Background: an optimization exercise with open tools, aiming at small area. Do not read the settings as production practice.
At most, simulation tests tie the RTL to the original design; equivalence was not proved.
For runs 1 to 3, only the layout was checked, not whether the RTL still works.
Power is estimated from default activity; no workload was simulated.

--- flow/run.sh ---
#!/bin/bash
# synth_recipe.tcl (not shown) runs the flow's synth.tcl, then flattens the netlist and writes it again
# the make line also repeats each setting of config.mk as NAME=value (left out here)
make -C /OpenROAD-flow-scripts/flow DESIGN_CONFIG=/design/flow/config.mk WORK_HOME=/design/flow/orfs CLKGATE_MAP_FILE= SYNTH_SCRIPT=/design/flow/synth_recipe.tcl finish
--- flow/config.mk ---
export PLATFORM = sky130hd
export DESIGN_NAME = dc_accel
export DESIGN_NICKNAME = dc_accel
export VERILOG_FILES = /design/flow/design.v
export SDC_FILE = /design/flow/constraint.sdc
export NUM_CORES = 4
export LEC_CHECK = 0
export ABC_AREA = 1
export CAP_MARGIN = 20
export CORE_MARGIN = 2
export CORE_UTILIZATION = 70
export CTS_BUF_LIST = sky130_fd_sc_hd__clkbuf_8
export CTS_CLUSTER_SIZE = 30
export SLEW_MARGIN = 20
--- flow/design.v ---
module dc_lane (
    input  wire        clk,
    input  wire        rst,
    input  wire [16:0] tstamp,
    input  wire        mod_bit,
    input  wire        demod_neg,
    input  wire        restart_req,
    input  wire        ts_slow,
    input  wire [15:0] h0,
    input  wire [17:0] h1,
    input  wire [17:0] h2,
    input  wire [15:0] h3,
    output wire        sw_valid,
    output wire [11:0] coarse,
    output wire        coarse_sat,
    output wire        coarse_first,
    output wire [34:0] hb,
    output wire        ts_valid,
    output wire [15:0] ts_sample,
    output wire        ts_sat,
    output wire        ts_first
);
    wire [5:0] r  = tstamp[5:0];
    wire       r0 = (r == 6'd0);
    wire       swap_inst = r0 && !tstamp[6];
    reg        pend, m_slow, tsarm, tsdone, fresh;
    reg  [3:0] k;             
    wire do_restart = pend && swap_inst;
    wire ts_inst = r0 && ((tstamp[16:6] == 11'd0) ||
                          (!m_slow && tstamp[16:6] == 11'd960));
    reg ev_l, clrE_l, clrO_l, swp_l, swf_l, tsi_l, tsp_l, tsf_l, fresh_l, s_l;
    always @(posedge clk) begin
        if (rst) begin
            pend <= 1'b0; m_slow <= ts_slow; tsarm <= 1'b0; tsdone <= 1'b0;
            fresh <= 1'b1; k <= 4'd0;
            swp_l <= 1'b0; tsp_l <= 1'b0;
        end else begin
            pend <= restart_req | (pend & ~do_restart);
            if (r0) begin
                ev_l    <= !tstamp[6];
                clrE_l  <= !tstamp[6] && (do_restart || k == 4'd0);
                clrO_l  <= tstamp[6] && (k == 4'd1);
                swp_l   <= !tstamp[6] && (k >= 4'd8);
                swf_l   <= (k == 4'd8);
                tsi_l   <= ts_inst;
                tsp_l   <= ts_inst && tsarm;
                tsf_l   <= !tsdone;
                fresh_l <= fresh;
                s_l     <= !m_slow;
                fresh   <= ts_inst || do_restart;
                if (do_restart) begin
                    k      <= 4'd1;
                    m_slow <= ts_slow;
                    tsarm  <= 1'b0;
                    tsdone <= 1'b0;
                end else begin
                    if (k != 4'd9) k <= k + 4'd1;
                    if (ts_inst && k >= 4'd4) tsarm <= 1'b1;
                    if (ts_inst && tsarm) tsdone <= 1'b1;
                end
            end
        end
    end
    wire b = mod_bit ^ demod_neg;
    reg [24:0] A;
    reg [23:0] B;
    reg [22:0] C;
    reg [19:0] D;
    wire [24:0] a_base = r0 ? (do_restart ? 25'd0 : {1'b0, B}) : A;
    wire [23:0] b_base = r0 ? (do_restart ? 24'd0 : {1'b0, C}) : B;
    wire [22:0] c_base = r0 ? (do_restart ? 23'd0 : {3'b0, D}) : C;
    wire [19:0] d_base = r0 ? 20'd0 : D;
    function [24:0] radd;
        input [24:0] x;
        input [24:0] y;
        integer i;
        reg c;
        begin
            c = 1'b0;
            for (i = 0; i < 25; i = i + 1) begin
                radd[i] = x[i] ^ y[i] ^ c;
                c = (x[i] & y[i]) | (c & (x[i] ^ y[i]));
            end
        end
    endfunction
    wire [24:0] a_sum = radd(a_base, {9'd0, h0 & {16{b}}});
    wire [24:0] b_sum = radd({1'b0, b_base}, {7'd0, h1 & {18{b}}});
    wire [24:0] c_sum = radd({2'b0, c_base}, {7'd0, h2 & {18{b}}});
    wire [24:0] d_sum = radd({5'b0, d_base}, {9'd0, h3 & {16{b}}});
    always @(posedge clk) begin
        if (rst) begin
            A <= 25'd0; B <= 24'd0; C <= 23'd0; D <= 20'd0;
        end else begin
            A <= a_sum;
            B <= b_sum[23:0];
            C <= c_sum[22:0];
            D <= d_sum[19:0];
        end
    end
    wire        accept = (k >= 4'd5);
    wire [24:0] u = accept ? {A[24] | A[23], ~A[23], A[22:0]} : 25'h1000000;
    reg [24:0] Y;             
    always @(posedge clk)
        Y <= r0 ? u : {1'b0, Y[24:1]};
    wire zs = Y[0];
    reg [63:0] R1, R2, R3, RH, RT;
    wire g25 = (r >= 6'd1) && (r <= 6'd25);
    wire e1 = R1[0]  & g25;
    wire e2 = R1[25] & g25;
    wire e3 = R2[0]  & g25;
    wire e4 = R2[25] & g25;
    wire e5 = R3[0]  & g25;
    wire o1 = R3[25] & g25;
    wire o3 = RT[35] & g25;
    wire o5 = RH[34] & g25;
    wire o8 = RH[26] & (r >= 6'd9) & (r <= 6'd33);    
    wire zp = (r == 6'd25);                           
    wire c_init = (r == 6'd63);
    reg ca, cb, cc, cx1, cx2, cx3, cx, cy3, ch2, ch, cs1, cs2, cs3, ccr, cn;
    reg bd1, bd2, bd3, cd1, cd2, cd3, cd4, cd5, xd1, zsd;
    wire sa  = zs ^ e5 ^ ca;   wire na  = (zs & e5) | (ca & (zs ^ e5));
    wire sb  = e1 ^ e4 ^ cb;   wire nb  = (e1 & e4) | (cb & (e1 ^ e4));
    wire sc  = e2 ^ e3 ^ cc;   wire nc  = (e2 & e3) | (cc & (e2 ^ e3));
    wire nbd3 = ~bd3;
    wire sx1 = sa ^ nbd3 ^ cx1; wire nx1 = (sa & nbd3) | (cx1 & (sa ^ nbd3));
    wire sx2 = sx1 ^ cd5 ^ cx2; wire nx2 = (sx1 & cd5) | (cx2 & (sx1 ^ cd5));
    wire sx3 = sx2 ^ cd4 ^ cx3; wire nx3 = (sx2 & cd4) | (cx3 & (sx2 ^ cd4));
    wire sx  = sx3 ^ cd1 ^ cx;  wire nx  = (sx3 & cd1) | (cx & (sx3 ^ cd1));
    wire sy3 = sx ^ xd1 ^ cy3;  wire ny3 = (sx & xd1) | (cy3 & (sx ^ xd1));
    wire nsb = ~sb;
    wire sh2 = sy3 ^ nsb ^ ch2; wire nh2 = (sy3 & nsb) | (ch2 & (sy3 ^ nsb));
    wire sh  = sh2 ^ o8 ^ ch;   wire nh  = (sh2 & o8) | (ch & (sh2 ^ o8));
    wire ss1 = zs ^ o1 ^ cs1;   wire ns1 = (zs & o1) | (cs1 & (zs ^ o1));
    wire ss2 = e1 ^ o3 ^ cs2;   wire ns2 = (e1 & o3) | (cs2 & (e1 ^ o3));
    wire ss3 = ss1 ^ ss2 ^ cs3; wire ns3 = (ss1 & ss2) | (cs3 & (ss1 ^ ss2));
    wire k12 = (r == 6'd13);
    wire scr = ss3 ^ k12 ^ ccr; wire ncr = (ss3 & k12) | (ccr & (ss3 ^ k12));
    localparam [34:0] KTS = 35'h08001E000;
    wire g35  = (r >= 6'd1) && (r <= 6'd35);
    wire [5:0] ri = r - 6'd1;
    wire kbit = KTS[ri];
    wire accb = (fresh_l ? kbit : RT[0]) & g35;
    wire su   = s_l ? zsd : zs;
    wire sn   = accb ^ su ^ cn;  wire nn = (accb & su) | (cn & (accb ^ su));
    always @(posedge clk) begin
        zsd <= zs;
        bd1 <= sb;  bd2 <= bd1; bd3 <= bd2;
        cd1 <= sc;  cd2 <= cd1; cd3 <= cd2; cd4 <= cd3; cd5 <= cd4;
        xd1 <= sx;
        if (c_init) begin
            ca <= 1'b0; cb <= 1'b0; cc <= 1'b0; cx1 <= 1'b1; cx2 <= 1'b0;
            cx3 <= 1'b0; cx <= 1'b0; cy3 <= 1'b0; ch2 <= 1'b1; ch <= 1'b0;
            cs1 <= 1'b0; cs2 <= 1'b0; cs3 <= 1'b0; ccr <= 1'b0; cn <= 1'b0;
        end else begin
            ca <= na; cb <= nb; cc <= nc; cx1 <= nx1; cx2 <= nx2;
            cx3 <= nx3; cx <= nx; cy3 <= ny3; ch2 <= nh2; ch <= nh;
            cs1 <= ns1; cs2 <= ns2; cs3 <= ns3; ccr <= ncr; cn <= nn;
        end
    end
    reg zt, q12, qs;
    always @(posedge clk) begin
        if (r == 6'd1) zt <= ~scr;
        else if (r <= 6'd13) zt <= zt & ~scr;
        if (r == 6'd26) q12 <= scr;
        if (r == 6'd27) qs  <= ~scr;
    end
    reg z14, zhi, sgn, bx, bq;
    reg [3:0] rem;
    wire [1:0] jm = r[1:0] + 2'd1;                      
    wire [3:0] w  = (r == 6'd35) ? 4'd14 : (4'd1 << jm);
    wire [4:0] rs = {1'b0, (r == 6'd15) ? 4'd0 : rem} + (sn ? {1'b0, w} : 5'd0);
    wire [4:0] rm = (rs >= 5'd15) ? rs - 5'd15 : rs;
    wire tie = z14 && (rem == 4'd0) && (sgn || zhi);
    wire [3:0] cdiv = tie ? 4'd15 : rem;
    wire [5:0] jj = r - 6'd36;
    wire p2  = tsi_l && (r >= 6'd36) && (r <= 6'd56);
    wire nj  = RT[43];
    wire cj  = (jj < 6'd4) ? cdiv[jj[1:0]] : 1'b0;
    wire xj  = nj ^ cj ^ bx;     wire nbx = (~nj & (cj | bx)) | (cj & bx);
    wire q4  = RT[39] & (r >= 6'd40);
    wire qj  = q4 ^ xj ^ bq;     wire nbq = (~q4 & (xj | bq)) | (xj & bq);
    always @(posedge clk) begin
        if (r == 6'd1) z14 <= ~sn;
        else if (r <= 6'd14) z14 <= z14 & ~sn;
        if (r >= 6'd15 && r <= 6'd35) rem <= rm[3:0];
        if (r == 6'd15) zhi <= ~sn;
        else if (r <= 6'd35) zhi <= zhi & ~sn;
        if (r == 6'd35) sgn <= sn;
        if (r == 6'd35) begin
            bx <= 1'b0; bq <= 1'b0;
        end else begin
            bx <= nbx; bq <= nbq;
        end
    end
    wire agE = ev_l && g25;
    wire agO = !ev_l && g25;
    always @(posedge clk) begin
        R1 <= {R1[0], R1[63:1]};
        R2 <= {R2[0], R2[63:1]};
        R3 <= {R3[0], R3[63:1]};
        RH <= {RH[0], RH[63:1]};
        RT <= {RT[0], RT[63:1]};
        if (agE) begin
            R1[63] <= clrE_l ? zp : zs;
            R1[24] <= clrE_l ? zp : e1;
            R2[63] <= clrE_l ? zp : e2;
            R2[24] <= clrE_l ? zp : e3;
            R3[63] <= clrE_l ? zp : e4;
        end
        if (agO) begin
            R3[24] <= clrO_l ? zp : zs;
            RT[34] <= clrO_l ? zp : o1;
            RH[33] <= clrO_l ? zp : o3;
        end
        if (r >= 6'd14 && r <= 6'd25)
            R1[37] <= scr;
        if (r >= 6'd1 && r <= 6'd34)
            RH[63] <= sh;
        if (g35)
            RT[63] <= sn;
        if (p2)
            RT[42] <= qj;
    end
    assign sw_valid     = swp_l && (r == 6'd35);
    assign coarse_first = swf_l;
    assign hb = {~RH[63], RH[62:30], 1'b0};
    wire [11:0] qc = R1[28:17];
    wire qz  = (qc == 12'd0) && !q12 && !qs;
    wire tc  = zt && (qs || qz);
    wire shi = !qs && (q12 || qc[11]);
    wire slo = qs && (!(q12 && qc[11]) || (tc && qc[10:0] == 11'd0));
    assign coarse     = shi ? 12'h7FF : slo ? 12'h800 : (qc - {11'd0, tc});
    assign coarse_sat = shi || slo;
    wire [5:0] qhi = RT[42:37];
    wire tsat = !((qhi == 6'h00) || (qhi == 6'h3F));
    assign ts_valid  = tsp_l && (r == 6'd57);
    assign ts_sample = tsat ? (RT[42] ? 16'h8000 : 16'h7FFF) : RT[37:22];
    assign ts_sat    = tsat;
    assign ts_first  = tsf_l;
endmodule
module dc_accel (
    input  wire         clk,
    input  wire         rst,
    input  wire [2:0]   mod_bit,
    input  wire [2:0]   demod_neg,
    input  wire [2:0]   restart_req,
    input  wire [2:0]   ts_slow,
    output wire [2:0]   sw_valid,
    output wire [35:0]  coarse,
    output wire [2:0]   coarse_sat,
    output wire [2:0]   coarse_first,
    output wire [104:0] hb,
    output wire [2:0]   ts_valid,
    output wire [47:0]  ts_sample,
    output wire [2:0]   ts_sat,
    output wire [2:0]   ts_first
);
    reg [16:0] tstamp;      
    always @(posedge clk) begin
        if (rst)
            tstamp <= 17'd0;
        else
            tstamp <= (tstamp == 17'd122879) ? 17'd0 : tstamp + 17'd1;
    end
    wire [5:0] r = tstamp[5:0];
    localparam [63:0] H0_0 = 64'h8888888888888888;
    localparam [63:0] H0_1 = 64'h2828282828282828;
    localparam [63:0] H0_2 = 64'h52f852f852f852f8;
    localparam [63:0] H0_3 = 64'h25728fd825728fd8;
    localparam [63:0] H0_4 = 64'h17656212bdcfc8b8;
    localparam [63:0] H0_5 = 64'h0d976f855ae218d2;
    localparam [63:0] H0_6 = 64'h0358cef7713ade85;
    localparam [63:0] H0_7 = 64'h00ca8e58df4731f7;
    localparam [63:0] H0_8 = 64'h0039a49fca7ea058;
    localparam [63:0] H0_9 = 64'h00079db56c7e6a9f;
    localparam [63:0] H0_10 = 64'h00007c73252b4ce0;
    localparam [63:0] H0_11 = 64'h000003f0e31925aa;
    localparam [63:0] H0_12 = 64'h0000000fe0f8e399;
    localparam [63:0] H0_13 = 64'h000000001ff81f87;
    localparam [63:0] H0_14 = 64'h000000000007ff80;
    localparam [63:0] H0_15 = 64'h000000000000007f;
    localparam [63:0] H1_0 = 64'h8888888888888888;
    localparam [63:0] H1_1 = 64'h2828282828282828;
    localparam [63:0] H1_2 = 64'hda70da70da70da70;
    localparam [63:0] H1_3 = 64'h855a2ff0855a2ff0;
    localparam [63:0] H1_4 = 64'hcd9518ca673fb260;
    localparam [63:0] H1_5 = 64'h4ad7521f97020fc0;
    localparam [63:0] H1_6 = 64'h0138c9e89430442a;
    localparam [63:0] H1_7 = 64'h7a0a92a736d24e7f;
    localparam [63:0] H1_8 = 64'hd3f9b66022199f08;
    localparam [63:0] H1_9 = 64'hc952db4a91e2bfa7;
    localparam [63:0] H1_10 = 64'h38c9b6d98ffcd560;
    localparam [63:0] H1_11 = 64'had6d2492d555b31f;
    localparam [63:0] H1_12 = 64'h9b249249b3338f00;
    localparam [63:0] H1_13 = 64'h871c71c78f0f80ff;
    localparam [63:0] H1_14 = 64'h7f03f03f80ff8000;
    localparam [63:0] H1_15 = 64'hff000fff80007fff;
    localparam [63:0] H1_16 = 64'h00ffffff80000000;
    localparam [63:0] H1_17 = 64'h000000007fffffff;
    localparam [63:0] H2_0 = 64'h8888888888888888;
    localparam [63:0] H2_1 = 64'ha0a0a0a0a0a0a0a0;
    localparam [63:0] H2_2 = 64'h72d872d872d872d8;
    localparam [63:0] H2_3 = 64'h7fa2d5087fa2d508;
    localparam [63:0] H2_4 = 64'h326fe73298c54d98;
    localparam [63:0] H2_5 = 64'h1f82074fc2575a92;
    localparam [63:0] H2_6 = 64'ha1106148bc98e405;
    localparam [63:0] H2_7 = 64'hf3925b672a4a82f7;
    localparam [63:0] H2_8 = 64'h87ccc220336cfe58;
    localparam [63:0] H2_9 = 64'h2fea3c4a96da549f;
    localparam [63:0] H2_10 = 64'h3559ff8cdb6c98e0;
    localparam [63:0] H2_11 = 64'hc66d555a4925b5aa;
    localparam [63:0] H2_12 = 64'h078e666c924926cc;
    localparam [63:0] H2_13 = 64'hf80f878f1c71c70f;
    localparam [63:0] H2_14 = 64'h000ff80fe07e07f0;
    localparam [63:0] H2_15 = 64'hfff0000fff8007ff;
    localparam [63:0] H2_16 = 64'h0000000ffffff800;
    localparam [63:0] H2_17 = 64'hfffffff000000000;
    localparam [63:0] H3_0 = 64'h8888888888888888;
    localparam [63:0] H3_1 = 64'ha0a0a0a0a0a0a0a0;
    localparam [63:0] H3_2 = 64'hfa50fa50fa50fa50;
    localparam [63:0] H3_3 = 64'hdf8a7520df8a7520;
    localparam [63:0] H3_4 = 64'he89f9dea42353740;
    localparam [63:0] H3_5 = 64'h58c23ad50fb74d80;
    localparam [63:0] H3_6 = 64'h0bdae4777b98d600;
    localparam [63:0] H3_7 = 64'h7c6717d8d38a9800;
    localparam [63:0] H3_8 = 64'hd02bf29fc92ce000;
    localparam [63:0] H3_9 = 64'hcab3f1b56dcf0000;
    localparam [63:0] H3_10 = 64'h3996a52671f00000;
    localparam [63:0] H3_11 = 64'had24c6387e000000;
    localparam [63:0] H3_12 = 64'hce38f83f80000000;
    localparam [63:0] H3_13 = 64'h0fc0ffc000000000;
    localparam [63:0] H3_14 = 64'h0fff000000000000;
    localparam [63:0] H3_15 = 64'hf000000000000000;
    wire [15:0] h0 = {H0_15[r], H0_14[r], H0_13[r], H0_12[r], H0_11[r], H0_10[r], H0_9[r], H0_8[r], H0_7[r], H0_6[r], H0_5[r], H0_4[r], H0_3[r], H0_2[r], H0_1[r], H0_0[r]};
    wire [17:0] h1 = {H1_17[r], H1_16[r], H1_15[r], H1_14[r], H1_13[r], H1_12[r], H1_11[r], H1_10[r], H1_9[r], H1_8[r], H1_7[r], H1_6[r], H1_5[r], H1_4[r], H1_3[r], H1_2[r], H1_1[r], H1_0[r]};
    wire [17:0] h2 = {H2_17[r], H2_16[r], H2_15[r], H2_14[r], H2_13[r], H2_12[r], H2_11[r], H2_10[r], H2_9[r], H2_8[r], H2_7[r], H2_6[r], H2_5[r], H2_4[r], H2_3[r], H2_2[r], H2_1[r], H2_0[r]};
    wire [15:0] h3 = {H3_15[r], H3_14[r], H3_13[r], H3_12[r], H3_11[r], H3_10[r], H3_9[r], H3_8[r], H3_7[r], H3_6[r], H3_5[r], H3_4[r], H3_3[r], H3_2[r], H3_1[r], H3_0[r]};
    genvar g;
    generate
        for (g = 0; g < 3; g = g + 1) begin : lane
            dc_lane u_lane (
                .clk          (clk),
                .rst          (rst),
                .tstamp       (tstamp),
                .mod_bit      (mod_bit[g]),
                .demod_neg    (demod_neg[g]),
                .restart_req  (restart_req[g]),
                .ts_slow      (ts_slow[g]),
                .h0           (h0),
                .h1           (h1),
                .h2           (h2),
                .h3           (h3),
                .sw_valid     (sw_valid[g]),
                .coarse       (coarse[12*g +: 12]),
                .coarse_sat   (coarse_sat[g]),
                .coarse_first (coarse_first[g]),
                .hb           (hb[35*g +: 35]),
                .ts_valid     (ts_valid[g]),
                .ts_sample    (ts_sample[16*g +: 16]),
                .ts_sat       (ts_sat[g]),
                .ts_first     (ts_first[g])
            );
        end
    endgenerate
endmodule
--- flow/constraint.sdc ---
create_clock -name core_clock -period 40.0 [get_ports {clk}]
set_input_delay 8.0000 -clock core_clock [delete_from_list [all_inputs] [get_ports {clk}]]
set_output_delay 8.0000 -clock core_clock [all_outputs]
set_load 0.01 [all_outputs]
==> metrics.md, run 1 <==
| Metric | Value |
|---|---|
| Synth Warn # | 2 |
| Mapped Cells | 5545 |
| Clock latency on the worst-skew pair | 930 ps |
| Row Count | 101 |
| Hold buffers post-CTS | 0 |
| Number of DRC markers in iteration 0 | 4305 |
| Post-synth EDFFs | 55 |
| Routed Antenna Nets | 0 |
| Adder-Cell Fraction of Synth Area | 12.3% |
| CTS resizes | 0 |
| CP required | 40750 ps |
| Initial core utilization | 70.5% |
| Via-to-Cell Ratio | 5.73 |
| Outcome | no timing/DRC/antenna violations |
| Critical path class | input port to flip-flop |
| Seq/Total Area, Yosys | 57.0% |
| Multiplexer area fraction after synthesis | 0% |
| Share of cells above drive strength 1 | 7.54% |
| Die area | 78600 µm² |
| Clock share of power | 33.5% |
| Synth cell count leaders | dfxtp_1 (1439), nand2_1 (969), inv_1 (700), nor2_1 (579), o21ai_0 (308) |
| Cell with the most instances after synthesis | dfxtp_1 |
| Post-synthesis compound-gate area fraction | 6.70% |
| Hpwl dp | 98900 µm |
| Critical path fanouts, max | 25 |
| Primary FF master, synth | dfxtp_1 |
| Largest family of logic cells by synthesized area | simple AND/OR/NAND/NOR gates |
| RSZ-0062 raised after global routing | false |
| DIE WIDTH | 280 µm |
| Worst min path class | flip-flop to flip-flop |
| Endpoints failing setup | 0 |
| NetSw | 1.19 mW |
| Int Pwr | 2.71 mW |
| Tightest Pin Transition | 1090 ps |
| Mapped Area | 53400 µm² |
| Routed WL per cell | 22.8 µm |
| Post-Synth Simple-Gate Area | 15.0% |
| Comb power frac | 18.5% |
| Fin Setup TNS | 0 ps |
| Die Y | 280 µm |
| XOR/XNOR Fraction of Synth Area | 0.492% |
| Drt first pass iters | 8 |
| Worst vdd ir | 0.0530 mV |
| Ys async rst share | 0% |
| WP data arrival | 16040 ps |
| I/O pin count | 221 |
| Slew Limit Fails | 0 |
| Area leader, netlist | dfxtp_1 |
| H-tree depth | 4 |
| Top cells by area, synth | dfxtp_1 (54%), fa_1 (9.2%), nand2_1 (6.8%) |
| Crit-path most repeated cell | fa_1 |
| Crit path time final | 15290 ps |
| Post-CTS setup buffers | 0 |
| Static Leak | 26.2 nW |
| Fin. Hold Viols | 0 |
| Overall routed net length | 156000 µm |
| Placed cell area | 55500 µm² |
| Grt ovf | 0 |
| Element type at the critical path end | flip-flop |
| Initial antenna violation count | 12 |
| Core footprint | 75800 µm² |
| Largest net degree at the start of global routing | 165 |
| Final core occ | 79.5% |
| GPL Wtd Cong | 1.03 |
| Fill cells | 4363 |
| Max cap viols | 0 |
| CTS clk-pin slew, worst paths | 70 ps |
| Syn Area/Cell | 9.64 µm² |
| Num CTS Buffers | 212 |
| Clock sinks | 1494 |
| Net count, final | 6092 |
| Worst hold slack | 282 ps |
| First-pass GRT wire length | 236000 µm |
| Final Cycle Share | 38.2% |
| Slowest CP cell | clkdlybuf4s50_1 |
| DRC Markers | 0 |
| Sequential power share | 48.0% |
| Area overhead of the layout relative to synthesis | 12.8% |
| Slew headroom | 26.3% |
| Switching Share | 30.4% |
| #FFs+latches synth | 1494 |
| Startpoint types | input port |
| Netlist cell types | 50 |
| Power density over the cells | 64.7 nW/µm² |
| Critical path's largest stage delay | 450 ps |
| TritonCTS clock tree | done |
| Vias in the first global route | 40028 |
| Root buffer cell | clkbuf_8 |
| Final Power | 3.90 mW |
| Achievable Freq | 0.0654 GHz |
| Overall routing resource usage | 40.0% |
| CTS Buffer Depth | 3 |
| IO buf count | 217 |
| Share of the synthesized area in the top cell type | 53.9% |
| Via Count | 39239 |
| Clock Skews | 87.7 ps |
| Design area | 60300 µm² |
[per-layer routing]
layer	routed length, µm	global-route usage [%]	share of wire [%]
met1	58000	48.4	37
met2	73600	64.5	47
met3	14500	10.5	9.3
met4	10100	24.1	6.5
met5	88	0	0.056
[power by group through the flow]
stage               Clock (mW)  Sequential [mW]  Combinational [mW]
CTS                       1.31             1.86               0.713
floorplan                    0             1.82               0.441
detailed placement           0             1.88               0.678
global placement             0             1.86               0.649
finish                    1.31             1.87               0.722
global route              1.38             1.88               0.774
[path summary, 6_finish.rpt]
kind | start | to | slack [ps] | cells after the start
setup / recovery | mod_bit[2] | lane[2].u_lane.A[24] | 24710 | 37
hold / removal | lane[0].u_lane.RH[25] | lane[0].u_lane.RH[24] | 280 | 0
setup reg to reg | tstamp[0] | lane[0].u_lane.A[24] | 29370 | 39
hold reg to reg | lane[0].u_lane.RH[25] | lane[0].u_lane.RH[24] | 280 | 0
[logic make-up (layout without fill, tap and decap cells)]
| group | Yosys count | in the layout |
|---|---|---|
| buf+inv | 1046 | 1372 |
| fa+ha+maj | 377 | 377 |
| compound gates | 655 | 655 |
| flops | 1494 | 1494 |
| other cells | 1 | 5 |
| xor+xnor | 30 | 30 |
| simple gates | 1942 | 1942 |
[per-stage QoR]
step                      std cells  worst slack (ps)
after floorplan                5547             24810
after global placement         6464             23970
after detailed placement       6464             23760
after CTS                      6850             24740
after global routing           6853             24250
final                          6853             24710
[cell type report]
cell class                 instances  area (µm²)  area share (%)
sequential                      1494       30500            50.6
multi-input combinational       3007       18500            30.7
clock buffer                     277        3810            6.33
inverter                         712        2680            4.45
timing repair buffer             274        2640            4.37
tap                              978        1220            2.03
clock inverter                   109         961            1.59
antenna                            2        5.00         0.00831
[flip-flops by register name (all words and copies together), names as in the netlist, 69 cells and up]
register,count
lane.u_lane.R3,192
lane.u_lane.Y,75
lane.u_lane.C,69
lane.u_lane.RH,192
lane.u_lane.A,75
lane.u_lane.B,72
lane.u_lane.R2,192
lane.u_lane.R1,192
lane.u_lane.RT,192
[layout by cell type, fill, tap and decap left out, drive strengths merged, types with 3 or more instances in the layout]
cell and instances:
clkdlybuf4s50 216, xnor2 5, ha 131, a31oi 8
and2 3, conb 3, o2111ai 4, o22ai 6
o31ai 49, inv 782, nand3 231, nand2 985
nor2 596, o211ai 44, or2 11, clkbuf 278
o21ai 344, clkinv 31, dfxtp 1439, nand3b 10
edfxtp 55, nor4 3, nor3 43, fa 246
a21oi 187, buf 57, bufinv 8, nand4 59
xor2 25
[worst max-delay path: cells and delay by family]
| family | cells | cell delay, ps |
|---|---|---|
| AND/OR/NAND/NOR | 1 | 340 |
| buffers and inverters | 9 | 1090 |
| adder cells (fa/ha/maj) | 24 | 6220 |
| AO/OA/AOI/OAI | 2 | 230 |
| XOR/XNOR | 1 | 140 |
==> run 2, diff against run 1 <==
--- a/flow/design.v
+++ b/flow/design.v
@@ -99,12 +99,9 @@
     end
     wire        accept = (k >= 4'd5);
     wire [24:0] u = accept ? {A[24] | A[23], ~A[23], A[22:0]} : 25'h1000000;
-    reg [24:0] Y;             
-    always @(posedge clk)
-        Y <= r0 ? u : {1'b0, Y[24:1]};
-    wire zs = Y[0];
     reg [63:0] R1, R2, R3, RH, RT;
     wire g25 = (r >= 6'd1) && (r <= 6'd25);
+    wire zs  = ((r <= 6'd14) ? R2[50] : R3[36]) & g25;
     wire e1 = R1[0]  & g25;
     wire e2 = R1[25] & g25;
     wire e3 = R2[0]  & g25;
@@ -200,6 +197,10 @@
         R3 <= {R3[0], R3[63:1]};
         RH <= {RH[0], RH[63:1]};
         RT <= {RT[0], RT[63:1]};
+        if (r0) begin
+            R2[63:50] <= u[13:0];
+            R3[60:50] <= u[24:14];
+        end
         if (agE) begin
             R1[63] <= clrE_l ? zp : zs;
             R1[24] <= clrE_l ? zp : e1;
--- a/flow/config.mk
+++ b/flow/config.mk
@@ -9,6 +9,6 @@
 export CAP_MARGIN = 20
 export CORE_MARGIN = 2
 export CORE_UTILIZATION = 70
-export CTS_BUF_LIST = sky130_fd_sc_hd__clkbuf_8
+export CTS_CLUSTER_DIAMETER = 100
 export CTS_CLUSTER_SIZE = 30
 export SLEW_MARGIN = 20
==> run 2 against run 1 <==
Sequential share of layout area rose by 1.8 points. Critical path depth fell by 2. First-iteration DRC count fell by 5.4%. Die area fell by 2.9%. Combinational power rose by 2.8%. Maximum frequency fell by 2.2%. Hold slack improved by 46 ps. Wire length fell by 7.2%. Via count fell by 6.4%. Power fell by 19%. Cell count fell by 6.5%. Largest power group unchanged.
==> metrics.md, run 2 <==
| Metric | Value |
|---|---|
| Outcome | no timing/DRC/antenna violations |
| Via Count | 36711 (-6.4%) |
| Finished Layout Cells | 6405 (-6.5%) |
| Critical path's largest stage delay | 440 ps (about the same) |
| Grt ovf | 0 (unchanged) |
| Initial antenna violation count | 5 (-7) |
| Synth Warn # | 2 (unchanged) |
| R2R Path Start | tstamp[0] |
| Crit-path most repeated cell | fa_1 |
| Die Y | 276 µm (-1.5%) |
| Power density over the cells | 57.4 nW/µm² (-11%) |
| Ys async rst share | 0% (unchanged) |
| Routed WL per cell | 22.6 µm (-0.75%) |
| NetSw | 977 µW (-18%) |
| Via-to-Cell Ratio | 5.73 (+0.10%) |
| XOR/XNOR Fraction of Synth Area | 0.388% (-0.10 points) |
| Slowest CP cell | clkdlybuf4s50_1 |
| Largest family of logic cells by synthesized area | simple AND/OR/NAND/NOR gates |
| CP required | 40590 ps (-160 ps) |
| Mapped Cells | 5443 (-1.8%) |
| Area overhead of the layout relative to synthesis | 6.60% |
| Commonest non-fill, non-tap cells in the layout | dfxtp_1 (1363), nand2_1 (1025), inv_1 (638), nor2_1 (590), o21ai_0 (314) |
| DRC Markers | 0 (unchanged) |
| Fill cells | 4555 (+4.4%) |
| Commonest non-fill, non-tap cell in the layout | dfxtp_1 |
| CTS resizes | 0 (unchanged) |
| Post-synthesis compound-gate area fraction | 6.94% (+0.24 points) |
| Worst-case hold path end point | lane[1].u_lane.R3[40] |
| Drt first pass iters | 8 (unchanged) |
| Multiplexer area fraction after synthesis | 0.0651% (+0.065 points) |
| Final Power | 3.17 mW (-19%) |
| IO buf count | 217 (unchanged) |
| CTS Buffer Depth | 3 (unchanged) |
| Routed Antenna Nets | 0 (unchanged) |
| Tightest Pin Transition | 1200 ps (+109 ps) |
| Worst hold path depth | 0 (unchanged) |
| TritonCTS clock tree | done |
| CTS clk-pin slew, worst paths | 120 ps (+50 ps) |
| Seq/Total Area, Yosys | 55.8% (-1.2 points) |
| Syn Area/Cell | 9.53 µm² (-1.1%) |
| #FFs+latches synth | 1419 (-5.0%) |
| Post-synth EDFFs | 55 (unchanged) |
| GPL Wtd Cong | 1.06 (+2.6%) |
| Worst hold slack | 328 ps (+46.3 ps) |
| Slew Limit Fails | 0 (unchanged) |
| Initial core utilization | 70.9% (+0.38 points) |
| Area leader, netlist | dfxtp_1 |
| Final Cycle Share | 39.1% (+0.85 points) |
| Overall routing resource usage | 37.7% (-2.3 points) |
| Worst reg-to-reg setup slack | 28240 ps (-1130 ps) |
| Int Pwr | 2.20 mW (-19%) |
| Adder-Cell Fraction of Synth Area | 12.6% (+0.30 points) |
| Fin Setup TNS | 0 ps (unchanged) |
| Top cells by area, synth | dfxtp_1 (53%), fa_1 (9.5%), nand2_1 (7.4%) |
| Clock Skews | 55.7 ps (-32.0 ps) |
| Core footprint | 73200 µm² (-3.5%) |
| Synth cell count leaders | dfxtp_1 (1364), nand2_1 (1025), inv_1 (638), nor2_1 (592), o21ai_0 (315) |
| Critical path class | input port to flip-flop |
| RSZ-0062 raised after global routing | false |
| Num CTS Buffers | 54 (-75%) |
| Worst flop-to-flop path endpoint | lane[1].u_lane.A[24] |
| WP data arrival | 16220 ps (+180 ps) |
| First-pass GRT wire length | 220000 µm (-6.8%) |
| Max cap viols | 0 (unchanged) |
| Post-Synth Simple-Gate Area | 15.8% (+0.79 points) |
| Fin. Hold Viols | 0 (unchanged) |
| Worst min path class | flip-flop to flip-flop |
| Clock latency on the worst-skew pair | 710 ps (-220 ps) |
| Sequential power share | 54.8% (+6.8 points) |
| I/O pin count | 221 (unchanged) |
| Hold Startpoint | lane[1].u_lane.R3[41] |
| Primary FF master, synth | dfxtp_1 |
| Endpoints failing setup | 0 (unchanged) |
| Critical path fanouts, max | 21 (-16%) |
| Number of DRC markers in iteration 0 | 4072 (-5.4%) |
| Startpoint types | input port |
| Slew headroom | 18.9% (-7.4 points) |
| Hpwl dp | 98800 µm (about the same) |
| Achievable Freq | 0.0640 GHz (-2.2%) |
| Worst vdd ir | 0.0569 mV (+7.3%) |
| Net count, final | 5816 (-4.5%) |
| Share of cells above drive strength 1 | 3.20% (-4.3 points) |
| Register-to-Register Path Depth | 39 (unchanged) |
| Static Leak | 23.6 nW (-10%) |
| Hold buffers post-CTS | 0 (unchanged) |
| Clock share of power | 21.8% (-12 points) |
| Netlist cell types | 59 (+18%) |
| Die area | 76300 µm² (-2.9%) |
| Dpl cells | 6330 (-2.1%) |
| Vias in the first global route | 36856 (-7.9%) |
| Overall routed net length | 145000 µm (-7.2%) |
| Share of the synthesized area in the top cell type | 52.6% (-1.3 points) |
| Largest net degree at the start of global routing | 220 (+33%) |
| DIE WIDTH | 276 µm (-1.5%) |
| Final core occ | 75.5% (-3.9 points) |
| Post-CTS setup buffers | 0 (unchanged) |
| Crit path time final | 15630 ps (+338 ps) |
| H-tree depth | 2 (-2) |
| Mapped Area | 51900 µm² (-2.9%) |
| Row Count | 99 (-2.0%) |
| Comb power frac | 23.4% (+4.9 points) |
| Element type at the critical path end | flip-flop |
| Cell with the most instances after synthesis | dfxtp_1 |
| Switching Share | 30.8% (+0.36 points) |
| Root buffer cell | clkbuf_16 |
| Clock sinks | 1419 (-5.0%) |
## run 2: changes by cell type after synthesis, sizes merged, moves of 9 or more
cell	change
a21oi	-25
buf	+9
xor2	-13
o31ai	-12
dfxtp	-75
inv	-56
nor3	-9
a21boi	+20
nand2	+49
nand3	+15
o21ai	-23
## run 2: power by group through the flow
stage	Sequential (mW)	Clock, mW	Combinational [mW]
4_1_cts	1.74	0.692	0.738
3_3_place_gp	1.75	0	0.663
2_1_floorplan	1.72	0	0.466
3_5_place_dp	1.76	0	0.700
5_1_grt	1.76	0.737	0.806
6_report	1.74	0.691	0.742
## run 2: logic make-up (layout without fill, tap and decap cells)
| group | count (synthesis) | after routing |
|---|---|---|
| other | 1 | 6 |
| muxes | 3 | 3 |
| xor gates and xnor gates | 23 | 23 |
| and+or+nand+nor | 1993 | 1993 |
| AOI/OAI and AO/OA | 637 | 637 |
| adders and majority gates | 374 | 374 |
| DFF | 1419 | 1419 |
| buffers and inverters | 993 | 991 |
## run 2: stage by stage
stage	setup slack, ps	area [µm²]
finish	24370	55300
CTS	24360	55300
floorplan	24720	51900
detailed placement	23600	53700
global route	23940	55300
global placement	23810	53700
## run 2: area by class of cell
type | instances | area (µm²) | share of cell area (%)
clock inverters | 4 | 100 | 0.181
repair buffers | 262 | 2530 | 4.57
multi-input cells | 3033 | 18600 | 33.6
flip-flops and latches | 1419 | 29000 | 52.4
well taps | 959 | 1200 | 2.17
inverters | 658 | 2470 | 4.48
clock buffers | 67 | 1440 | 2.61
diodes | 3 | 7.51 | 0.0136
## run 2: worst max path at each step
stage            startpoint                    to  slack [ps]
5_1_grt        demod_neg[0]  lane[0].u_lane.A[24]       23940
3_5_place_dp   demod_neg[0]  lane[0].u_lane.A[23]       23600
4_1_cts        demod_neg[0]  lane[0].u_lane.A[23]       24360
3_3_place_gp   demod_neg[0]  lane[0].u_lane.A[24]       23810
6_report       demod_neg[0]  lane[0].u_lane.A[24]       24370
2_1_floorplan    mod_bit[1]  lane[1].u_lane.A[24]       24720
## run 2: critical path, delay by kind of cell
family                     cells  cell delay, ps
xor gates and xnor gates       1             140
and+or+nand+nor                4             500
buffers and inverters          6             920
adders and majority gates     24            6630
## run 2: metal layers
metal  part of all wire (%)  GRT usage (%)
met1                     38           47.9
met2                     47           62.1
met3                    8.3           6.74
met4                    5.9           19.9
met5                  0.019              0
==> run 3, diff against run 2 <==
--- a/flow/config.mk
+++ b/flow/config.mk
@@ -10,5 +10,5 @@
 export CORE_MARGIN = 2
 export CORE_UTILIZATION = 70
 export CTS_CLUSTER_DIAMETER = 100
-export CTS_CLUSTER_SIZE = 30
+export CTS_CLUSTER_SIZE = 24
 export SLEW_MARGIN = 20
==> run 3 against run 2 <==
Largest cell class unchanged. Final area grew 0.69%. Still clean. Clock skew shrank 26 ps. Maximum frequency shrank 0.44%. Setup slack lost 69 ps. Flip-flop and latch count is the same. Sequential share of layout area shrank 0.36 points. Largest power group unchanged. Critical path type unchanged.
==> metrics.md, run 3 <==
| Metric | Value |
|---|---|
| Outcome | no timing/DRC/antenna violations |
| Crit-path most repeated cell | fa_1 |
| Worst-case hold path end point | lane[2].u_lane.R1[50] |
| RSZ-0062 raised after global routing | false |
| First-pass GRT wire length | 221000 µm (+0.64%) |
| Fin. Hold Viols | 0 (unchanged) |
| Critical path class | input port to flip-flop |
| Net count, final | 5831 (+0.26%) |
| Vias in the first global route | 37096 (+0.65%) |
| Overall routed net length | 146000 µm (+0.57%) |
| CP required | 40560 ps (-30 ps) |
| Endpoints failing setup | 0 (unchanged) |
| Clock sinks | 1419 (unchanged) |
| Core footprint | 73200 µm² (unchanged) |
| IO buf count | 217 (unchanged) |
| Hpwl dp | 98800 µm (unchanged) |
| Critical path's largest stage delay | 440 ps (about the same) |
| Post-synth EDFFs | 55 (unchanged) |
| WP data arrival | 16260 ps (+40 ps) |
| Max cap viols | 0 (unchanged) |
| DRC Markers | 0 (unchanged) |
| Initial antenna violation count | 5 (unchanged) |
| Slew Limit Fails | 0 (unchanged) |
| Fin Setup TNS | 0 ps (unchanged) |
| Synth Warn # | 2 (unchanged) |
| Worst hold slack | 308 ps (-19.7 ps) |
| Grt ovf | 0 (unchanged) |
| Area leader, netlist | dfxtp_1 |
| R2R Path Start | tstamp[0] |
| I/O pin count | 221 (unchanged) |
| Static Leak | 23.8 nW (+0.80%) |
| TritonCTS clock tree | done |
| Worst hold path depth | 0 (unchanged) |
| Overall routing resource usage | 38.0% (+0.30 points) |
| DIE WIDTH | 276 µm (unchanged) |
| Cell with the most instances after synthesis | dfxtp_1 |
| Root buffer cell | clkbuf_16 |
| Share of the synthesized area in the top cell type | 52.6% (unchanged) |
| Die area | 76300 µm² (unchanged) |
| Met3 WL | 12100 µm (+0.41%) |
| Area overhead of the layout relative to synthesis | 7.34% |
| Netlist cell types | 59 (unchanged) |
| Mapped Area | 51900 µm² (unchanged) |
| Share of cells above drive strength 1 | 3.50% (+0.30 points) |
| CTS resizes | 0 (unchanged) |
| Largest net degree at the start of global routing | 220 (unchanged) |
| Slew headroom | 13.3% (-5.6 points) |
| Post-CTS setup buffers | 0 (unchanged) |
| Commonest non-fill, non-tap cell in the layout | dfxtp_1 |
| Tightest Pin Transition | 1300 ps (+97.4 ps) |
| Final Cycle Share | 39.2% (+0.17 points) |
| Power density over the cells | 58.4 nW/µm² (+1.9%) |
| Mapped Cells | 5443 (unchanged) |
| Routed WL per cell | 22.7 µm (+0.29%) |
| Num CTS Buffers | 69 (+28%) |
| H-tree depth | 3 (+1) |
| Clock latency on the worst-skew pair | 670 ps (-40 ps) |
| Clock Skews | 29.3 ps (-26.5 ps) |
| #FFs+latches synth | 1419 (unchanged) |
| CTS Buffer Depth | 3 (unchanged) |
| Hold buffers post-CTS | 0 (unchanged) |
| Worst vdd ir | 0.0542 mV (-4.8%) |
| Register-to-Register Path Depth | 39 (unchanged) |
| Crit path time final | 15700 ps (+69.3 ps) |
| Element type at the critical path end | flip-flop |
| Number of DRC markers in iteration 0 | 3950 (-3.0%) |
| Achievable Freq | 0.0637 GHz (-0.44%) |
| Drt first pass iters | 6 (-2) |
| Seq/Total Area, Yosys | 55.8% (unchanged) |
| CTS clk-pin slew, worst paths | 90 ps (-30 ps) |
| Post-route met1 wirelength | 56000 µm (+0.70%) |
| Die Y | 276 µm (unchanged) |
| Slowest CP cell | clkdlybuf4s50_1 |
| Via-to-Cell Ratio | 5.75 (+0.36%) |
| Syn Area/Cell | 9.53 µm² (unchanged) |
| Top cells by area, synth | dfxtp_1 (53%), fa_1 (9.5%), nand2_1 (7.4%) |
| Row Count | 99 (unchanged) |
| Hold Startpoint | lane[2].u_lane.R1[51] |
| Highest Signal Layer | met5 |
| Initial core utilization | 70.9% (unchanged) |
| Commonest non-fill, non-tap cells in the layout | dfxtp_1 (1363), nand2_1 (1025), inv_1 (638), nor2_1 (590), o21ai_0 (314) |
| Via Count | 36945 (+0.64%) |
| Worst reg-to-reg setup slack | 28340 ps (+100 ps) |
| Worst min path class | flip-flop to flip-flop |
| Ys async rst share | 0% (unchanged) |
| Synth cell count leaders | dfxtp_1 (1364), nand2_1 (1025), inv_1 (638), nor2_1 (592), o21ai_0 (315) |
| GPL Wtd Cong | 1.06 (unchanged) |
| Met2 routed WL | 68000 µm (-0.76%) |
| Worst flop-to-flop path endpoint | lane[1].u_lane.A[24] |
| Startpoint types | input port |
| Critical path fanouts, max | 21 (unchanged) |
| Fill cells | 4492 (-1.4%) |
| Routed Antenna Nets | 0 (unchanged) |
| Primary FF master, synth | dfxtp_1 |
| Final Power | 3.25 mW (+2.6%) |
[run 3: cell counts after synthesis]
No cell type changed its count.
[run 3: worst max path at each step]
stage                      endpoint         start  cells past startpoint  slack [ps]
2_1_floorplan  lane[1].u_lane.A[24]    mod_bit[1]                     34       24720
3_3_place_gp   lane[0].u_lane.A[24]  demod_neg[0]                     35       23810
3_5_place_dp   lane[0].u_lane.A[23]  demod_neg[0]                     34       23600
4_1_cts        lane[0].u_lane.A[23]  demod_neg[0]                     34       24320
5_1_grt        lane[0].u_lane.A[24]  demod_neg[0]                     35       23900
6_report       lane[0].u_lane.A[24]  demod_neg[0]                     35       24300
[run 3: layout make-up]
class	instances	area, µm²	area share, %
Antenna cell	2	5.00	0.00899
Clock buffer	83	1810	3.25
Clock inverter	7	116	0.209
Inverter	658	2470	4.44
Multi-Input combinational cell	3033	18600	33.4
Sequential cell	1419	29000	52.0
Tap cell	959	1200	2.15
Timing Repair Buffer	262	2530	4.54
[run 3: cell families after synthesis]
group	share of synthesized area, %
compound gates	6.94
xor+xnor	0.388
simple gates	15.8
buf+inv	8.43
fa+ha+maj	12.6
mux	0.0651
other cells	0.00723
flops	55.8
[run 3: metal layers]
| layer | vias up | GRT usage [%] |
|---|---|---|
| li1 | 16808 | - |
| met1 | 17808 | 47.9 |
| met2 | 1834 | 61.8 |
| met3 | 487 | 7.72 |
| met4 | 8 | 21.1 |
| met5 | - | 0 |
[run 3: metrics by stage]
stage | cell area [µm²] | util [%] | worst slack [ps] | instances
2_1_floorplan | 51900 | - | 24720 | 5445
3_3_place_gp | 53700 | 73.4 | 23810 | 6330
3_5_place_dp | 53700 | 73.4 | 23600 | 6330
4_1_cts | 55700 | 76.0 | 24320 | 6420
5_1_grt | 55700 | 76.1 | 23900 | 6421
6_report | 55700 | 76.1 | 24300 | 6423
[run 3: power by group]
group          total [mW]  internal [mW]  switching, mW
registers            1.74           1.63          0.108
clock network       0.773          0.327          0.445
logic               0.740          0.300          0.440
total                3.25           2.26          0.993
[run 3: worst max-delay path: cells and delay by family]
family,cells,cell delay [ps]
buffers and inverters,6,920
XOR/XNOR,1,140
AND/OR/NAND/NOR,4,500
adder cells (fa/ha/maj),24,6660
==> run 4, diff against run 3 <==
--- a/flow/design.v
+++ b/flow/design.v
@@ -10,6 +10,7 @@
     input  wire [17:0] h1,
     input  wire [17:0] h2,
     input  wire [15:0] h3,
+    input  wire        ev_l,          
     output wire        sw_valid,
     output wire [11:0] coarse,
     output wire        coarse_sat,
@@ -28,7 +29,7 @@
     wire do_restart = pend && swap_inst;
     wire ts_inst = r0 && ((tstamp[16:6] == 11'd0) ||
                           (!m_slow && tstamp[16:6] == 11'd960));
-    reg ev_l, clrE_l, clrO_l, swp_l, swf_l, tsi_l, tsp_l, tsf_l, fresh_l, s_l;
+    reg clrE_l, clrO_l, swp_l, swf_l, tsi_l, tsp_l, tsf_l, fresh_l, s_l;
     always @(posedge clk) begin
         if (rst) begin
             pend <= 1'b0; m_slow <= ts_slow; tsarm <= 1'b0; tsdone <= 1'b0;
@@ -37,7 +38,6 @@
         end else begin
             pend <= restart_req | (pend & ~do_restart);
             if (r0) begin
-                ev_l    <= !tstamp[6];
                 clrE_l  <= !tstamp[6] && (do_restart || k == 4'd0);
                 clrO_l  <= tstamp[6] && (k == 4'd1);
                 swp_l   <= !tstamp[6] && (k >= 4'd8);
@@ -66,9 +66,10 @@
     reg [23:0] B;
     reg [22:0] C;
     reg [19:0] D;
-    wire [24:0] a_base = r0 ? (do_restart ? 25'd0 : {1'b0, B}) : A;
-    wire [23:0] b_base = r0 ? (do_restart ? 24'd0 : {1'b0, C}) : B;
-    wire [22:0] c_base = r0 ? (do_restart ? 23'd0 : {3'b0, D}) : C;
+    wire        cic_clr = do_restart || (k == 4'd0);
+    wire [24:0] a_base = r0 ? (cic_clr ? 25'd0 : {1'b0, B}) : A;
+    wire [23:0] b_base = r0 ? (cic_clr ? 24'd0 : {1'b0, C}) : B;
+    wire [22:0] c_base = r0 ? (cic_clr ? 23'd0 : {3'b0, D}) : C;
     wire [19:0] d_base = r0 ? 20'd0 : D;
     function [24:0] radd;
         input [24:0] x;
@@ -88,14 +89,10 @@
     wire [24:0] c_sum = radd({2'b0, c_base}, {7'd0, h2 & {18{b}}});
     wire [24:0] d_sum = radd({5'b0, d_base}, {9'd0, h3 & {16{b}}});
     always @(posedge clk) begin
-        if (rst) begin
-            A <= 25'd0; B <= 24'd0; C <= 23'd0; D <= 20'd0;
-        end else begin
-            A <= a_sum;
-            B <= b_sum[23:0];
-            C <= c_sum[22:0];
-            D <= d_sum[19:0];
-        end
+        A <= a_sum;
+        B <= b_sum[23:0];
+        C <= c_sum[22:0];
+        D <= d_sum[19:0];
     end
     wire        accept = (k >= 4'd5);
     wire [24:0] u = accept ? {A[24] | A[23], ~A[23], A[22:0]} : 25'h1000000;
@@ -336,6 +333,9 @@
     wire [17:0] h1 = {H1_17[r], H1_16[r], H1_15[r], H1_14[r], H1_13[r], H1_12[r], H1_11[r], H1_10[r], H1_9[r], H1_8[r], H1_7[r], H1_6[r], H1_5[r], H1_4[r], H1_3[r], H1_2[r], H1_1[r], H1_0[r]};
     wire [17:0] h2 = {H2_17[r], H2_16[r], H2_15[r], H2_14[r], H2_13[r], H2_12[r], H2_11[r], H2_10[r], H2_9[r], H2_8[r], H2_7[r], H2_6[r], H2_5[r], H2_4[r], H2_3[r], H2_2[r], H2_1[r], H2_0[r]};
     wire [15:0] h3 = {H3_15[r], H3_14[r], H3_13[r], H3_12[r], H3_11[r], H3_10[r], H3_9[r], H3_8[r], H3_7[r], H3_6[r], H3_5[r], H3_4[r], H3_3[r], H3_2[r], H3_1[r], H3_0[r]};
+    reg ev_l;
+    always @(posedge clk)
+        if (tstamp[5:0] == 6'd0) ev_l <= !tstamp[6];
     genvar g;
     generate
         for (g = 0; g < 3; g = g + 1) begin : lane
@@ -351,6 +351,7 @@
                 .h1           (h1),
                 .h2           (h2),
                 .h3           (h3),
+                .ev_l         (ev_l),
                 .sw_valid     (sw_valid[g]),
                 .coarse       (coarse[12*g +: 12]),
                 .coarse_sat   (coarse_sat[g]),
--- a/flow/config.mk
+++ b/flow/config.mk
@@ -8,7 +8,8 @@
 export ABC_AREA = 1
 export CAP_MARGIN = 20
 export CORE_MARGIN = 2
-export CORE_UTILIZATION = 70
+export CORE_UTILIZATION = 85
 export CTS_CLUSTER_DIAMETER = 100
-export CTS_CLUSTER_SIZE = 24
+export CTS_CLUSTER_SIZE = 28
+export PLACE_DENSITY = 0.9
 export SLEW_MARGIN = 20
==> run 4 against run 3 <==
The run now fails in global routing (5_1_grt). Synthesized cell count decreased by 4.0%. Area after synthesis shrank 1.5%.
==> metrics.md, run 4 <==
| Metric | Value |
|---|---|
| Hpwl dp | 113000 µm (+14%) |
| Share of the synthesized area in the top cell type | 53.5% (+0.83 points) |
| DIE WIDTH | 249 µm (-9.8%) |
| Row Count | 89 (-10%) |
| Post-Synth Simple-Gate Area | 14.3% (-1.5 points) |
| Outcome | aborted with a tool error |
| Post-CTS setup buffers | 0 (unchanged) |
| Cell with the most instances after synthesis | dfxtp_1 |
| Mapped Area | 51100 µm² (-1.5%) |
| Post-synthesis compound-gate area fraction | 6.62% (-0.32 points) |
| Synth cell count leaders | dfxtp_1 (1364), nand2_1 (1002), inv_1 (716), nor2_1 (315), o21ai_0 (295) |
| Post-synth EDFFs | 55 (unchanged) |
| Synth Warn # | 2 (unchanged) |
| Mapped Cells | 5226 (-4.0%) |
| Num CTS Buffers | 57 (-17%) |
| #FFs+latches synth | 1419 (unchanged) |
| Ys async rst share | 0% (unchanged) |
| Top cells by area, synth | dfxtp_1 (53%), fa_1 (9.6%), nand2_1 (7.4%) |
| I/O pin count | 221 (unchanged) |
| H-tree depth | 2 (-1) |
| Grt ovf | 491 |
| XOR/XNOR Fraction of Synth Area | 0.652% (+0.26 points) |
| GPL Wtd Cong | 1.18 (+11%) |
| Primary FF master, synth | dfxtp_1 |
| Seq/Total Area, Yosys | 56.7% (+0.88 points) |
| Adder-Cell Fraction of Synth Area | 12.7% (+0.15 points) |
| Multiplexer area fraction after synthesis | 0% (-0.065 points) |
| IO buf count | 217 (unchanged) |
| Syn Area/Cell | 9.77 µm² (+2.5%) |
| Hold buffers post-CTS | 0 (unchanged) |
| CTS Buffer Depth | 3 (unchanged) |
| Pre-CTS setup slack | 23800 ps (+200 ps) |
| Largest family of logic cells by synthesized area | simple AND/OR/NAND/NOR gates |
| CTS resizes | 0 (unchanged) |
| Root buffer cell | clkbuf_16 |
| Dpl cells | 5944 (-6.1%) |
| Clock sinks | 1419 (unchanged) |
| Netlist cell types | 60 (+1.7%) |
| First Err | [ERROR GRT-0232] Routing congestion too high. Check the congestion heatmap in the GUI. |
| Die Y | 249 µm (-9.8%) |
| Area leader, netlist | dfxtp_1 |
| Overall routing resource usage | 82.2% |
| Largest net degree at the start of global routing | 218 |
| Initial core utilization | 86.2% (+15 points) |
| Last stage | global routing (5_1_grt) |
## run 4: cell types whose count changed after synthesis, sizes merged, moves of 15 or more
cell,before,now
nor2,602,328
o21ai,321,358
inv,652,741
o211ai,52,17
a21oi,162,128
nand2,1034,1015
nand3,246,261
clkbuf,108,71
o31ai,37,52
## run 4: stage by stage
step | util (%) | area, µm²
CTS | 91.7 | 54300
global placement | 89.0 | 52700
floorplan | - | 51100
detailed placement | 89.0 | 52700
## run 4: cell families after synthesis
family                   count (synthesis)
AND/OR/NAND/NOR                       1735
flip-flops                            1419
buffers and inverters                 1051
AO/OA/AOI/OAI                          610
adder cells (fa/ha/maj)                372
XOR/XNOR                                38
other                                    1
## run 4: metal layers
metal	overflow	track usage [%]
met5	7	40.4
met4	168	85.2
met3	37	69.0
met2	256	96.8
met1	23	80.7
## run 4: how the worst max path moves through the flow
stage                 startpoint                    to  slack [ps]  cells past startpoint
floorplan             mod_bit[0]  lane[0].u_lane.A[23]       25070                     31
global placement    demod_neg[2]  lane[2].u_lane.A[23]       24140                     31
detailed placement  demod_neg[0]  lane[0].u_lane.A[24]       23800                     33
CTS                 demod_neg[0]  lane[0].u_lane.A[24]       23890                     33
## run 4: power groups by stage
stage                     clock network [mW]  logic (mW)  registers (mW)
after floorplan                            0       0.496            1.76
after CTS                              0.712       0.888            1.82
after detailed placement                   0       0.803            1.82
after global placement                     0       0.686            1.79
==> run 5, diff against run 4 <==
--- a/flow/config.mk
+++ b/flow/config.mk
@@ -8,8 +8,7 @@
 export ABC_AREA = 1
 export CAP_MARGIN = 20
 export CORE_MARGIN = 2
-export CORE_UTILIZATION = 85
+export CORE_UTILIZATION = 70
 export CTS_CLUSTER_DIAMETER = 100
 export CTS_CLUSTER_SIZE = 28
-export PLACE_DENSITY = 0.9
 export SLEW_MARGIN = 20
==> run 5 against run 4 <==
Now clean on timing, DRC and antenna. Area after synthesis did not move. Synthesized cell count stayed put.
==> metrics.md, run 5 <==
| Metric | Value |
|---|---|
| FF+latch area | 29000 µm² |
| Startpoint types | input port |
| Final Cycle Share | 38.3% |
| Seq/Total Area, Yosys | 56.7% (unchanged) |
| Initial core utilization | 70.4% (-16 points) |
| Endpoints failing setup | 0 |
| Worst path top cell family by delay | adder cells |
| Share of cells above drive strength 1 | 3.45% |
| Comb power frac | 23.6% |
| Hpwl dp | 94500 µm (-16%) |
| Power density over the cells | 59.7 nW/µm² |
| Die Y | 274 µm (+10%) |
| Placed cell area | 53000 µm² (+0.52%) |
| CTS resizes | 0 (unchanged) |
| IO buf count | 217 (unchanged) |
| Via Count | 35399 |
| Synth cell count leaders | dfxtp_1 (1364), nand2_1 (1002), inv_1 (716), nor2_1 (315), o21ai_0 (295) |
| Die area | 75100 µm² |
| Crit path time final | 15320 ps |
| Static Leak | 23.8 nW |
| Mapped Cells | 5226 (unchanged) |
| Hold buffers post-CTS | 0 (unchanged) |
| Clock sinks | 1419 (unchanged) |
| Tightest Pin Transition | 1250 ps |
| Number of DRC markers in iteration 0 | 3915 |
| Syn Area/Cell | 9.77 µm² (unchanged) |
| Max cap viols | 0 |
| Routed Antenna Nets | 0 |
| Int Pwr | 2.25 mW |
| First-pass GRT wire length | 209000 µm |
| Net count, final | 5620 |
| Root buffer cell | clkbuf_16 |
| Slew headroom | 16.1% |
| CP required | 40620 ps |
| Netlist cell types | 60 (unchanged) |
| Largest net degree at the start of global routing | 208 |
| Switching Share | 31.0% |
| Slew Limit Fails | 0 |
| Top cells by area, synth | dfxtp_1 (53%), fa_1 (9.6%), nand2_1 (7.4%) |
| NetSw | 1.01 mW |
| Slowest CP cell | clkdlybuf4s50_1 |
| Critical path class | input port to flip-flop |
| Mapped Area | 51100 µm² (unchanged) |
| Row Count | 99 (+11%) |
| WP buf/inv | 6 |
| WP data arrival | 15950 ps |
| Synth Warn # | 2 (unchanged) |
| Element type at the critical path end | flip-flop |
| RSZ-0062 raised after global routing | false |
| Post-synth EDFFs | 55 (unchanged) |
| Fill cells | 4797 |
| Cell with the most instances after synthesis | dfxtp_1 |
| Worst vdd ir | 0.0703 mV |
| Achievable Freq | 0.0653 GHz |
| DRC Markers | 0 |
| Fin Setup TNS | 0 ps |
| Area overhead of the layout relative to synthesis | 6.96% |
| Via-to-Cell Ratio | 5.70 |
| Core footprint | 72600 µm² |
| Critical path's largest stage delay | 440 ps |
| Routed WL per cell | 22.4 µm |
| Share of the synthesized area in the top cell type | 53.5% (unchanged) |
| Crit-path most repeated cell | fa_1 |
| #FFs+latches synth | 1419 (unchanged) |
| Worst reg-to-reg setup slack | 30000 ps |
| Grt ovf | 0 |
| Num CTS Buffers | 57 (unchanged) |
| Drt first pass iters | 7 |
| I/O pin count | 221 (unchanged) |
| Sequential power share | 55.0% |
| Area leader, netlist | dfxtp_1 |
| Overall routing resource usage | 37.1% |
| CTS clk-pin slew, worst paths | 110 ps |
| GPL Wtd Cong | 1.07 (-8.7%) |
| Clock latency on the worst-skew pair | 700 ps |
| Ys async rst share | 0% (unchanged) |
| DIE WIDTH | 274 µm (+10%) |
| Overall routed net length | 139000 µm |
| Post-CTS setup buffers | 0 (unchanged) |
| CTS Buffer Depth | 3 (unchanged) |
| Initial antenna violation count | 4 |
| Vias in the first global route | 35012 |
| TritonCTS clock tree | done |
| Multi-input combinational cell area | 17600 µm² |
| Clock Skews | 35.0 ps |
| Commonest non-fill, non-tap cells in the layout | dfxtp_1 (1363), nand2_1 (1002), inv_1 (716), nor2_1 (313), o21ai_0 (290) |
| Critical path fanouts, max | 21 |
| Worst min path class | flip-flop to flip-flop |
| Clock share of power | 21.4% |
| Outcome | no timing/DRC/antenna violations |
| Design area | 54600 µm² |
| Fin. Hold Viols | 0 |
| Primary FF master, synth | dfxtp_1 |
| Commonest non-fill, non-tap cell in the layout | dfxtp_1 |
| H-tree depth | 2 (unchanged) |
-- run 5: cell counts after synthesis --
No cell type changed its count.
-- run 5: power by group through the flow --
stage	clock network [mW]	logic [mW]	registers (mW)
2_1_floorplan	0	0.496	1.76
3_3_place_gp	0	0.693	1.79
3_5_place_dp	0	0.736	1.81
4_1_cts	0.702	0.767	1.79
5_1_grt	0.751	0.846	1.81
6_report	0.698	0.770	1.79
-- run 5: routing by layer --
layer  vias up  share of wire, %  track usage (%)
met3       480               9.0             6.75
met1     16952                38             47.9
met4         4               6.8             21.5
li1      16092                 -                -
met5         -             0.017                0
met2      1871                46             59.1
-- run 5: cells by family after synthesis --
family,share of synthesized area [%]
DFF,56.7
other,0.00734
xor gates and xnor gates,0.652
and+or+nand+nor,14.3
AOI/OAI and AO/OA,6.62
buffers and inverters,8.98
adders and majority gates,12.7
-- run 5: worst register-to-register path: cells and delay by family, from the launching register on --
family	cells	cell delay, ps
flops	1	580
fa+ha+maj	25	6680
buf+inv	7	1460
compound gates	1	120
xor+xnor	1	110
simple gates	5	990
-- run 5: final timing paths --
kind / cells past startpoint / from / end
setup / recovery: 33 / demod_neg[0] / lane[0].u_lane.A[24]
setup reg to reg: 39 / tstamp[0] / lane[2].u_lane.A[24]
hold reg to reg: 0 / lane[1].u_lane.RT[47] / lane[1].u_lane.RT[46]
hold / removal: 0 / lane[1].u_lane.RT[47] / lane[1].u_lane.RT[46]
-- run 5: area by class of cell --
type	count	share of cell area, %
multi-input combinational	2758	32.2
inverter	745	5.12
clock inverter	4	0.195
clock buffer	70	2.76
tap	959	2.20
timing repair buffer	253	4.51
antenna	1	0.00458
sequential	1419	53.0
-- run 5: metrics by stage --
step	power, mW	cells	setup WS (ps)	utilization [%]	hold WS [ps]
floorplan	2.26	5228	25070	-	310
global placement	2.49	6132	24170	73.0	310
detailed placement	2.55	6134	23970	73.0	312
CTS	3.26	6208	24690	75.2	325
global route	3.41	6208	24410	75.3	334
finish	3.26	6209	24680	75.3	318

port drivers added, routing unchanged:
The flow's constraints put no driver on any port. The routed layouts listed below were extracted and timed again, unchanged, in two steps.
Step 1: set_driving_cell puts a clkbuf_16 on clk and a buf_2 on each other input, an assumption about the parent block.
Step 2, shift: input delay + t, output delay - t, t = (earliest + latest rising clock arrival at the registers) / 2. This alone moves slack from input paths to output paths.
Slacks: no drivers / after step 1 / after step 2; pairs: no drivers / after step 1.
run | t (ns) | setup WS [ns] | worst setup path at the end | worst register clock-pin slew, ns
run 1 | 0.956 | 24.708 / 24.756 / 23.800 | input to register | 0.08 / 0.08
run 2 | 0.754 | 24.370 / 24.420 / 23.666 | input to register | 0.12 / 0.12
run 3 | 0.722 | 24.300 / 24.352 / 23.630 | input to register | 0.10 / 0.10
run 5 | 0.756 | 24.676 / 24.728 / 23.972 | input to register | 0.12 / 0.12
After both steps setup and hold are still met in every run listed. For run 1, which loses most, drivers alone change the setup slack by +0.048 ns; drivers and shift together by -0.908 ns.
